Context: an optimization exercise on an open-source flow, tuned for small area, a short achievable clock period and few clock cycles. The choices shown serve that exercise and are no tape-out recipe. Only simulation tests tie the RTL to the original design; equivalence was not proved.

===== flow/run.sh =====
#!/bin/bash
# synth_recipe.tcl (not shown) runs the flow's synth.tcl, then flattens the netlist and writes it again
# the make line also repeats each setting of config.mk as NAME=value (left out here)
make -C /OpenROAD-flow-scripts/flow DESIGN_CONFIG=/design/flow/config.mk WORK_HOME=/design/flow/orfs CLKGATE_MAP_FILE= SYNTH_SCRIPT=/design/flow/synth_recipe.tcl finish

===== flow/config.mk =====
export PLATFORM = sky130hd
export DESIGN_NAME = feng_regress
export DESIGN_NICKNAME = feng_regress
export VERILOG_FILES = /design/flow/design.v
export SDC_FILE = /design/flow/constraint.sdc
export NUM_CORES = 8
export LEC_CHECK = 0
export CAP_MARGIN = 20
export CORE_MARGIN = 2
export CORE_UTILIZATION = 30
export PLACE_DENSITY = 0.45
export SLEW_MARGIN = 20

===== flow/constraint.sdc =====
create_clock -name core_clock -period 25.0 [get_ports {clk}]
set_input_delay 5.0000 -clock core_clock [delete_from_list [all_inputs] [get_ports {clk}]]
set_output_delay 5.0000 -clock core_clock [all_outputs]
set_load 0.01 [all_outputs]

===== flow/design.v =====
module feng_mul (
    input  wire         clk,
    input  wire         rst,
    input  wire         start,
    input  wire [255:0] a,
    input  wire [127:0] b,
    output reg          done,
    output reg  [255:0] prod
);
    reg [255:0] ma;
    reg [127:0] mb;
    reg [7:0]   cnt;
    reg         busy;
    always @(posedge clk) begin
        done <= 1'b0;
        if (rst) begin
            busy <= 1'b0;
            cnt  <= 8'd0;
        end else if (start) begin
            ma   <= a;
            mb   <= b;
            prod <= 256'd0;
            cnt  <= 8'd0;
            busy <= 1'b1;
        end else if (busy) begin
            if (mb[0])
                prod <= prod + ma;
            ma  <= ma << 1;
            mb  <= mb >> 1;
            cnt <= cnt + 8'd1;
            if (cnt == 8'd127) begin
                busy <= 1'b0;
                done <= 1'b1;
            end
        end
    end
endmodule
module feng_div (
    input  wire         clk,
    input  wire         rst,
    input  wire         start,
    input  wire [255:0] dvd,
    input  wire [255:0] dvs,
    output reg          done,
    output reg  [255:0] quo,
    output reg  [255:0] rem
);
    reg [255:0] d;
    reg [8:0]   cnt;
    reg         busy;
    wire [256:0] trial = {rem, quo[255]};
    wire [256:0] diff  = trial - {1'b0, d};
    always @(posedge clk) begin
        done <= 1'b0;
        if (rst) begin
            busy <= 1'b0;
            cnt  <= 9'd0;
        end else if (start) begin
            quo  <= dvd;
            rem  <= 256'd0;
            d    <= dvs;
            cnt  <= 9'd0;
            busy <= 1'b1;
        end else if (busy) begin
            if (!diff[256]) begin
                rem <= diff[255:0];
                quo <= {quo[254:0], 1'b1};
            end else begin
                rem <= trial[255:0];
                quo <= {quo[254:0], 1'b0};
            end
            cnt <= cnt + 9'd1;
            if (cnt == 9'd255) begin
                busy <= 1'b0;
                done <= 1'b1;
            end
        end
    end
endmodule
module feng_isqrt (
    input  wire         clk,
    input  wire         rst,
    input  wire         start,
    input  wire [127:0] x,
    output reg          done,
    output reg  [63:0]  root
);
    reg [127:0] xs;
    reg [67:0]  r;
    reg [6:0]   cnt;
    reg         busy;
    wire [67:0] cur   = {r[65:0], xs[127:126]};
    wire [67:0] test  = {2'b00, root, 2'b01};
    wire [68:0] diff  = {1'b0, cur} - {1'b0, test};
    always @(posedge clk) begin
        done <= 1'b0;
        if (rst) begin
            busy <= 1'b0;
            cnt  <= 7'd0;
        end else if (start) begin
            xs   <= x;
            r    <= 68'd0;
            root <= 64'd0;
            cnt  <= 7'd0;
            busy <= 1'b1;
        end else if (busy) begin
            xs <= xs << 2;
            if (!diff[68]) begin
                r    <= diff[67:0];
                root <= {root[62:0], 1'b1};
            end else begin
                r    <= cur;
                root <= {root[62:0], 1'b0};
            end
            cnt <= cnt + 7'd1;
            if (cnt == 7'd63) begin
                busy <= 1'b0;
                done <= 1'b1;
            end
        end
    end
endmodule
module feng_regress (
    input  wire        clk,
    input  wire        rst,           
    input  wire [1:0]  cfg_method,    
    input  wire [3:0]  cfg_prescale,  
    input  wire        in_valid,
    output wire        in_ready,
    input  wire        in_close,      
    input  wire [47:0] in_stamp,      
    input  wire        in_missed,     
    output reg         out_valid,
    output reg  [24:0] out_n,
    output reg  [63:0] out_period,    
    output reg  [87:0] out_freq,      
    output reg  [51:0] out_spread,    
    output reg  [63:0] out_min,       
    output reg  [63:0] out_max,       
    output reg         out_fallback,
    output reg         out_nosignal,
    output reg         out_lost
);
    reg  [24:0]  n;
    reg  [47:0]  t0;
    reg  [42:0]  u_prev;
    reg  [67:0]  s_u;
    reg  [91:0]  s_ku;
    reg  [109:0] s_uu;
    reg  [67:0]  s_d;
    reg  [109:0] s_dd;
    reg  [42:0]  d_min;
    reg  [42:0]  d_max;
    reg          missed;
    wire [47:0]  u_full = (n == 25'd0) ? 48'd0 : in_stamp - t0;
    wire [42:0]  u      = u_full[42:0];
    wire [42:0]  d      = u - u_prev;
    wire [85:0]  uu = u * u;
    wire [67:0]  ku = n * u;
    wire [85:0]  dd = d * d;
    localparam [4:0]
        S_IDLE  = 5'd0,
        S_DEC   = 5'd1,
        S_CHK1  = 5'd2,
        S_CHK2  = 5'd3,
        S_R_NN  = 5'd4,
        S_R_T   = 5'd5,
        S_R_D   = 5'd6,
        S_R_SK  = 5'd7,
        S_R_A1  = 5'd8,
        S_R_B1  = 5'd9,
        S_R_A2  = 5'd10,
        S_R_B2  = 5'd11,
        S_R_A3  = 5'd12,
        S_R_B3  = 5'd13,
        S_R_PER = 5'd14,
        S_R_ND  = 5'd15,
        S_R_DEN = 5'd16,
        S_R_Q   = 5'd17,
        S_SQRT  = 5'd18,
        S_F_PER = 5'd19,
        S_F_A   = 5'd20,
        S_F_B   = 5'd21,
        S_F_DEN = 5'd22,
        S_F_Q   = 5'd23,
        S_FREQ  = 5'd24,
        S_DONE  = 5'd25;
    reg [4:0] state;
    reg       issued;      
    assign in_ready = (state == S_IDLE);
    wire edge_fire  = in_valid && in_ready && !in_close;
    wire close_fire = in_valid && in_ready &&  in_close;
    reg [3:0]   ps;        
    reg [1:0]   method;
    reg [24:0]  nn_n;      
    reg [255:0] ra;        
    reg [255:0] rb;        
    reg [127:0] r_num;
    reg [95:0]  r_d;
    reg [255:0] r_q;       
    reg [255:0] r_den;
    reg         is_fb;
    wire [24:0] m_n = nn_n - 25'd1;    
    reg          mul_start;
    reg  [255:0] mul_a;
    reg  [127:0] mul_b;
    wire         mul_done;
    wire [255:0] mul_p;
    reg          div_start;
    reg  [255:0] div_n;
    reg  [255:0] div_d;
    wire         div_done;
    wire [255:0] div_q;
    wire [255:0] div_r;
    reg          sqrt_start;
    reg  [127:0] sqrt_x;
    wire         sqrt_done;
    wire [63:0]  sqrt_r;
    feng_mul   u_mul  (.clk(clk), .rst(rst), .start(mul_start), .a(mul_a), .b(mul_b),
                       .done(mul_done), .prod(mul_p));
    feng_div   u_div  (.clk(clk), .rst(rst), .start(div_start), .dvd(div_n), .dvs(div_d),
                       .done(div_done), .quo(div_q), .rem(div_r));
    feng_isqrt u_sqrt (.clk(clk), .rst(rst), .start(sqrt_start), .x(sqrt_x),
                       .done(sqrt_done), .root(sqrt_r));
    localparam [255:0] FREQ_NUM = 256'd1953125 << 70;
    wire         div_up  = ({div_r, 1'b0} >= {1'b0, div_d});
    wire [255:0] div_rnd = div_q + {255'd0, div_up};
    wire [4:0]   shift20 = 5'd20 - {1'b0, ps};
    always @(*) begin
        mul_a  = 256'd0;
        mul_b  = 128'd0;
        div_n  = 256'd0;
        div_d  = 256'd1;
        sqrt_x = r_q[127:0];
        case (state)
            S_CHK1:  begin mul_a = {213'd0, d_max}; mul_b = {103'd0, m_n}; end
            S_CHK2:  begin mul_a = {213'd0, d_min}; mul_b = {103'd0, m_n}; end
            S_R_NN:  begin mul_a = {231'd0, nn_n};  mul_b = {103'd0, nn_n}; end
            S_R_T:   begin mul_a = ra;              mul_b = ra[127:0] - 128'd1; end
            S_R_D:   begin div_n = ra;              div_d = 256'd12; end
            S_R_SK:  begin mul_a = {231'd0, nn_n};  mul_b = {103'd0, m_n}; end
            S_R_A1:  begin mul_a = {164'd0, s_ku};  mul_b = {103'd0, nn_n}; end
            S_R_B1:  begin mul_a = {188'd0, s_u};   mul_b = rb[127:0]; end
            S_R_A2:  begin mul_a = {146'd0, s_uu};  mul_b = {103'd0, nn_n}; end
            S_R_B2:  begin mul_a = {188'd0, s_u};   mul_b = {60'd0, s_u}; end
            S_R_A3:  begin mul_a = r_q;             mul_b = {32'd0, r_d}; end
            S_R_B3:  begin mul_a = {128'd0, r_num}; mul_b = r_num; end
            S_R_PER: begin div_n = {128'd0, r_num} << shift20; div_d = {160'd0, r_d}; end
            S_R_ND:  begin mul_a = {160'd0, r_d};   mul_b = {103'd0, nn_n}; end
            S_R_DEN: begin mul_a = ra;              mul_b = {103'd0, nn_n - 25'd2}; end
            S_R_Q:   begin div_n = r_q << 18;       div_d = r_den; end
            S_F_PER: begin div_n = {213'd0, u_prev} << shift20; div_d = {231'd0, m_n}; end
            S_F_A:   begin mul_a = {146'd0, s_dd};  mul_b = {103'd0, m_n}; end
            S_F_B:   begin mul_a = {188'd0, s_d};   mul_b = {60'd0, s_d}; end
            S_F_DEN: begin mul_a = {231'd0, m_n};   mul_b = {103'd0, m_n - 25'd1}; end
            S_F_Q:   begin div_n = r_q << 18;       div_d = r_den; end
            S_FREQ:  begin div_n = FREQ_NUM;        div_d = {192'd0, out_period}; end
            default: ;
        endcase
    end
    wire st_mul  = (state == S_CHK1) || (state == S_CHK2) || (state == S_R_NN) ||
                   (state == S_R_T)  || (state == S_R_SK) || (state == S_R_A1) ||
                   (state == S_R_B1) || (state == S_R_A2) || (state == S_R_B2) ||
                   (state == S_R_A3) || (state == S_R_B3) || (state == S_R_ND) ||
                   (state == S_R_DEN) || (state == S_F_A) || (state == S_F_B) ||
                   (state == S_F_DEN);
    wire st_div  = (state == S_R_D) || (state == S_R_PER) || (state == S_R_Q) ||
                   (state == S_F_PER) || (state == S_F_Q) || (state == S_FREQ);
    wire st_sqrt = (state == S_SQRT);
    always @(*) begin
        mul_start  = st_mul  && !issued;
        div_start  = st_div  && !issued;
        sqrt_start = st_sqrt && !issued;
    end
    wire op_done = issued && ((st_mul && mul_done) || (st_div && div_done) ||
                              (st_sqrt && sqrt_done));
    always @(posedge clk) begin
        out_valid <= 1'b0;
        if (rst) begin
            state     <= S_IDLE;
            issued    <= 1'b0;
            n         <= 25'd0;
            s_u       <= 68'd0;
            s_ku      <= 92'd0;
            s_uu      <= 110'd0;
            s_d       <= 68'd0;
            s_dd      <= 110'd0;
            u_prev    <= 43'd0;
            d_min     <= 43'd0;
            d_max     <= 43'd0;
            missed    <= 1'b0;
        end else begin
            if (state != S_IDLE && !issued)
                issued <= (st_mul || st_div || st_sqrt);
            if (op_done)
                issued <= 1'b0;
            case (state)
            S_IDLE: begin
                if (edge_fire) begin
                    if (n == 25'd0)
                        t0 <= in_stamp;
                    s_u  <= s_u + {25'd0, u};
                    s_ku <= s_ku + {24'd0, ku};
                    s_uu <= s_uu + {24'd0, uu};
                    if (n != 25'd0) begin
                        s_d  <= s_d + {25'd0, d};
                        s_dd <= s_dd + {24'd0, dd};
                        if (n == 25'd1 || d < d_min) d_min <= d;
                        if (n == 25'd1 || d > d_max) d_max <= d;
                    end
                    u_prev <= u;
                    n      <= n + 25'd1;
                    missed <= missed | in_missed;
                end else if (close_fire) begin
                    ps     <= cfg_prescale;
                    method <= cfg_method;
                    nn_n   <= n;
                    state  <= S_DEC;
                end
            end
            S_DEC: begin
                out_n        <= nn_n;
                out_lost     <= missed;
                out_period   <= 64'd0;
                out_freq     <= 88'd0;
                out_spread   <= 52'd0;
                out_min      <= 64'd0;
                out_max      <= 64'd0;
                out_fallback <= 1'b0;
                out_nosignal <= 1'b0;
                if (method == 2'd1) begin
                    if (nn_n < 25'd3) begin
                        out_nosignal <= 1'b1;
                        state <= S_DONE;
                    end else begin
                        state <= S_R_NN;
                    end
                end else if (nn_n < 25'd2) begin
                    out_nosignal <= 1'b1;
                    state <= S_DONE;
                end else if (method == 2'd2 || nn_n < 25'd16 || missed) begin
                    state <= S_F_PER;
                end else begin
                    state <= S_CHK1;
                end
            end
            S_CHK1: if (op_done) begin
                if ({mul_p[254:0], 1'b0} > ({213'd0, u_prev} + {212'd0, u_prev, 1'b0}))
                    state <= S_F_PER;
                else
                    state <= S_CHK2;
            end
            S_CHK2: if (op_done) begin
                if ({mul_p[254:0], 1'b0} < {213'd0, u_prev})
                    state <= S_F_PER;
                else
                    state <= S_R_NN;
            end
            S_R_NN:  if (op_done) begin ra <= mul_p;                state <= S_R_T;   end
            S_R_T:   if (op_done) begin ra <= mul_p;                state <= S_R_D;   end
            S_R_D:   if (op_done) begin r_d <= div_q[95:0];         state <= S_R_SK;  end
            S_R_SK:  if (op_done) begin rb <= mul_p >> 1;           state <= S_R_A1;  end
            S_R_A1:  if (op_done) begin ra <= mul_p;                state <= S_R_B1;  end
            S_R_B1:  if (op_done) begin r_num <= ra[127:0] - mul_p[127:0]; state <= S_R_A2; end
            S_R_A2:  if (op_done) begin ra <= mul_p;                state <= S_R_B2;  end
            S_R_B2:  if (op_done) begin r_q <= ra - mul_p;          state <= S_R_A3;  end
            S_R_A3:  if (op_done) begin ra <= mul_p;                state <= S_R_B3;  end
            S_R_B3:  if (op_done) begin r_q <= ra - mul_p;          state <= S_R_PER; end
            S_R_PER: if (op_done) begin out_period <= div_rnd[63:0]; state <= S_R_ND; end
            S_R_ND:  if (op_done) begin ra <= mul_p;                state <= S_R_DEN; end
            S_R_DEN: if (op_done) begin r_den <= mul_p;             state <= S_R_Q;   end
            S_R_Q:   if (op_done) begin
                is_fb <= 1'b0;
                r_q   <= div_q;
                state <= S_SQRT;
            end
            S_F_PER: if (op_done) begin
                out_period   <= div_rnd[63:0];
                out_fallback <= 1'b1;
                out_min      <= {21'd0, d_min} << shift20;
                out_max      <= {21'd0, d_max} << shift20;
                if (nn_n == 25'd2)
                    state <= S_FREQ;       
                else
                    state <= S_F_A;
            end
            S_F_A:   if (op_done) begin ra <= mul_p;                state <= S_F_B;   end
            S_F_B:   if (op_done) begin r_q <= ra - mul_p;          state <= S_F_DEN; end
            S_F_DEN: if (op_done) begin r_den <= mul_p;             state <= S_F_Q;   end
            S_F_Q:   if (op_done) begin
                is_fb <= 1'b1;
                r_q   <= div_q >> {ps, 1'b0};
                state <= S_SQRT;
            end
            S_SQRT: if (op_done) begin
                out_spread <= sqrt_r[52:1] + {51'd0, sqrt_r[0]};
                state      <= S_FREQ;
            end
            S_FREQ: if (op_done) begin
                out_freq <= div_rnd[87:0];
                state    <= S_DONE;
            end
            S_DONE: begin
                out_valid <= 1'b1;
                n         <= 25'd0;
                s_u       <= 68'd0;
                s_ku      <= 92'd0;
                s_uu      <= 110'd0;
                s_d       <= 68'd0;
                s_dd      <= 110'd0;
                u_prev    <= 43'd0;
                d_min     <= 43'd0;
                d_max     <= 43'd0;
                missed    <= 1'b0;
                state     <= S_IDLE;
            end
            default: state <= S_IDLE;
            endcase
        end
    end
endmodule

==> impl_metrics.csv <==
group,metric,value,unit
outcome,outcome,"finished clean",
route,drt_iter0_drc,39600,
sta,hold_viol_final,0,
global_routing,antenna_found_initial,264,
critical_path,cp_num_buf_inv,12,
critical_path,critPathKind,"input pin to flop",
job,max-cap-violations,0,
sta,min_period_over_period,90.2,%
die,die_w,1.16,mm
critical_path,crit_path_max_incr_delay,800,ps
clocking,cts_made_buffers,538,
critical_path,worstPathMaxFanout,20,
worst_hold_path,min_path_type,"flop to flop",
yosys,ys_seq_elements,3860,
sta,min_period,22560,ps
yosys,synth_cell_types,105,
clocking,post_cts_buffers,0,
die,initial_core_util,30.1,%
sta,relSlewSlack,7.78,%
critical_path,cp_slowest_cell,"xor2_1",
global_routing,grt_max_degree,138,
finish,fin_nets,49600,
die,std_cell_rows,423,
sta,rsz0062_at_grt,"no",
critical_path,crit_path_end_kind,"flop",
critical_path,critPathArrivalTime,23560,ps
critical_path,cp-start-kind,"input pin",
yosys,netlist_area,0.399,mm^2
critical_path,required,26000,ps
clocking,htreeDepth,6,
placement,gp_congestion,1.02,
finish,drive_gt1_share,6.64,%
finish,fillers,137000,
placement,dpl-instance-area,0.427,mm^2
yosys,syn_nets,49900,
yosys,yosysWarnings,4,
clocking,clk_latency,1190,ps
global_routing,grt_pass1_vias,346000,
die,io_pins,421,
placement,port_buffers,415,
route,antenna_left,0,
route,routedWlPerCell,35.1,um
clocking,path_clk_slew,50,ps
yosys,synth_edf_count,3220,
route,drt_first_pass_iters,12,
global_routing,track_usage,31.1,%
yosys,synth_ff_type,"edfxtp_1",
global_routing,grt_pass1_wl,2910,mm
die,dieHeight,1.16,mm
sta,slew_violations,0,
clocking,cts_tree,"done",
sta,fin_skew,106,ps
finish,syn_to_final_growth,11.6,%
yosys,async_reset_ff_share,0,%
sta,worst_pin_slew,1370,ps
finish,multiInputGateArea,0.260,mm^2
clocking,cts.root.buffer_cell,"clkbuf_16",
route,finalWirelength,2140,mm
route,vias,346000,
clocking,hold_buffers,0,
yosys,syn_avg_cell_area,9.27,um^2
finish,final-seq-area,0.110,mm^2
finish,mostFrequentLayoutCells,"inv_1 (5798), nand2_1 (5448), fa_1 (4266)",
clocking,cts.path.max_buffers,5,
yosys,seq_area_frac_synth,27.5,%
sta,max_freq,0.0443,GHz
route,via_per_inst,5.68,
critical_path,cp_top_family,"compound AO/OA/AOI/OAI gates",
route,drc,0,
sta,final.setup.tns,0,ps
global_routing,grt_overflow,0,
yosys,synthCells,43000,
die,dieArea,1.34,mm^2
critical_path,r2r_setup_slack,6480,ps
die,core,1.33,mm^2
finish,final_common_cell,"inv_1",
clocking,clkSinkCount,3860,
clocking,cts_resized,0,
placement,dp_hpwl,1740,mm
critical_path,worst_path_most_repeated_cell,"fa_1",
finish,design_area,0.445,mm^2
sta,setup_violations,0,
path summary, 6_finish.rpt:
path | cells past startpoint | from | endpoint
worst max-delay path | 63 | in_stamp[0] | s_dd[95]
worst min-delay path | 0 | nn_n[20] | out_n[20]
worst max register to register | 61 | t0[2] | s_dd[95]
worst min register to register | 0 | nn_n[20] | out_n[20]
flip-flops by register name, indices dropped and copies added (netlist names), 66 cells and up:
register	cells
r_den	256
u_div.d	256
r_d	96
r_num	128
u_mul.mb	128
s_u	68
out_freq	88
u_sqrt.r	66
ra	256
s_uu	110
u_sqrt.xs	128
s_ku	92
u_mul.ma	256
r_q	256
u_div.quo	256
rb	128
u_mul.prod	256
s_dd	110
u_div.rem	256
s_d	68
kinds of logic (layout without fill, tap and decap cells):
family	after synthesis	count (layout)	share of synthesized area, %
xor+xnor	1666	1666	3.66
fa+ha+maj	6765	6765	29.3
buf+inv	8258	8377	7.79
compound gates	8988	8988	14.5
simple gates	12400	12400	13.5
mux	1080	1080	3.87
other cells	0	208	0
flops	3860	3860	27.5
Yosys cell counts (all sizes together) (147+ instances only):
cell type,n,area (um^2)
mux2i,697,6980
nand2,5462,20500
clkbuf,2109,7920
o21ai,1888,9450
o21bai,374,2810
a31oi,289,1810
nor4,203,1280
a221o,147,1470
nor3,370,1850
and3,373,2330
a21oi,2938,14700
and2,156,976
edfxtp,3220,96700
dfxtp,640,12800
nor2b,227,1420
a21o,823,6180
ha,2498,31300
nand3,560,2800
a222oi,311,3110
nand2b,219,1370
a221oi,458,4030
inv,5840,21900
buf,285,1140
fa,4267,85400
nor2,3776,14200
xor2,750,6570
a22oi,239,1790
mux4,368,8290
nand4,692,4340
o21a,200,1500
xnor2,916,8030
o22ai,262,1640
layout make-up:
class | instances | area share [%]
Multi-Input combinational cell | 30900 | 58.4
Sequential cell | 3860 | 24.6
Tap cell | 17600 | 4.96
Inverter | 5863 | 4.95
Clock buffer | 674 | 3.26
Timing Repair Buffer | 1551 | 2.97
Clock inverter | 289 | 0.704
Antenna cell | 208 | 0.117
layer usage:
| metal | up-vias | GRT usage (%) | wire, um |
|---|---|---|---|
| li1 | 147000 | - | - |
| met1 | 179000 | 38.9 | 843000 |
| met2 | 16900 | 47.5 | 931000 |
| met3 | 3882 | 7.21 | 181000 |
| met4 | 86 | 22.0 | 183000 |
| met5 | - | 0 | 566 |
per-stage QoR:
stage          util, %  instances  hold WS, ps  setup WS, ps
3_5_place_dp      32.2      59800          453          1690
6_report          33.6      61000          457          2440
5_1_grt           33.5      60800          476          1720
3_3_place_gp      32.2      59800          444          1550
2_1_floorplan        -      43000          406          2340
4_1_cts           33.5      60800          463          2720
Testbench counts, summed over its fixed seeds: cycles 821,610.

what the ideal ports hide:
The results above use ideal ports. As a check the final layout listed here was re-extracted and re-timed, cells and wires unchanged. Step 1 (the two cells are an assumption about what drives the block):
set clk [get_ports {clk}]
set_driving_cell -lib_cell sky130_fd_sc_hd__clkbuf_16 $clk
set_driving_cell -lib_cell sky130_fd_sc_hd__buf_2 [delete_from_list [all_inputs] $clk]
Step 2 times the ports against the registers' clock, not the clock port: input delays grow and output delays shrink by t, the midpoint of the rising clock arrivals with the driver on. a / b / c = ideal / step 1 / step 2; a / b = the first two.
shift t [ns]: 1.306
setup WS [ns]: 2.445 / 2.599 / 1.293
latest minus earliest clock arrival (ns): 0.113 / 0.113
worst slew at a driven data input, ns: 0.10
After both steps this run still meets setup and hold. The setup slack of this run moves by +0.154 ns with the drivers and by -1.152 ns with both steps.
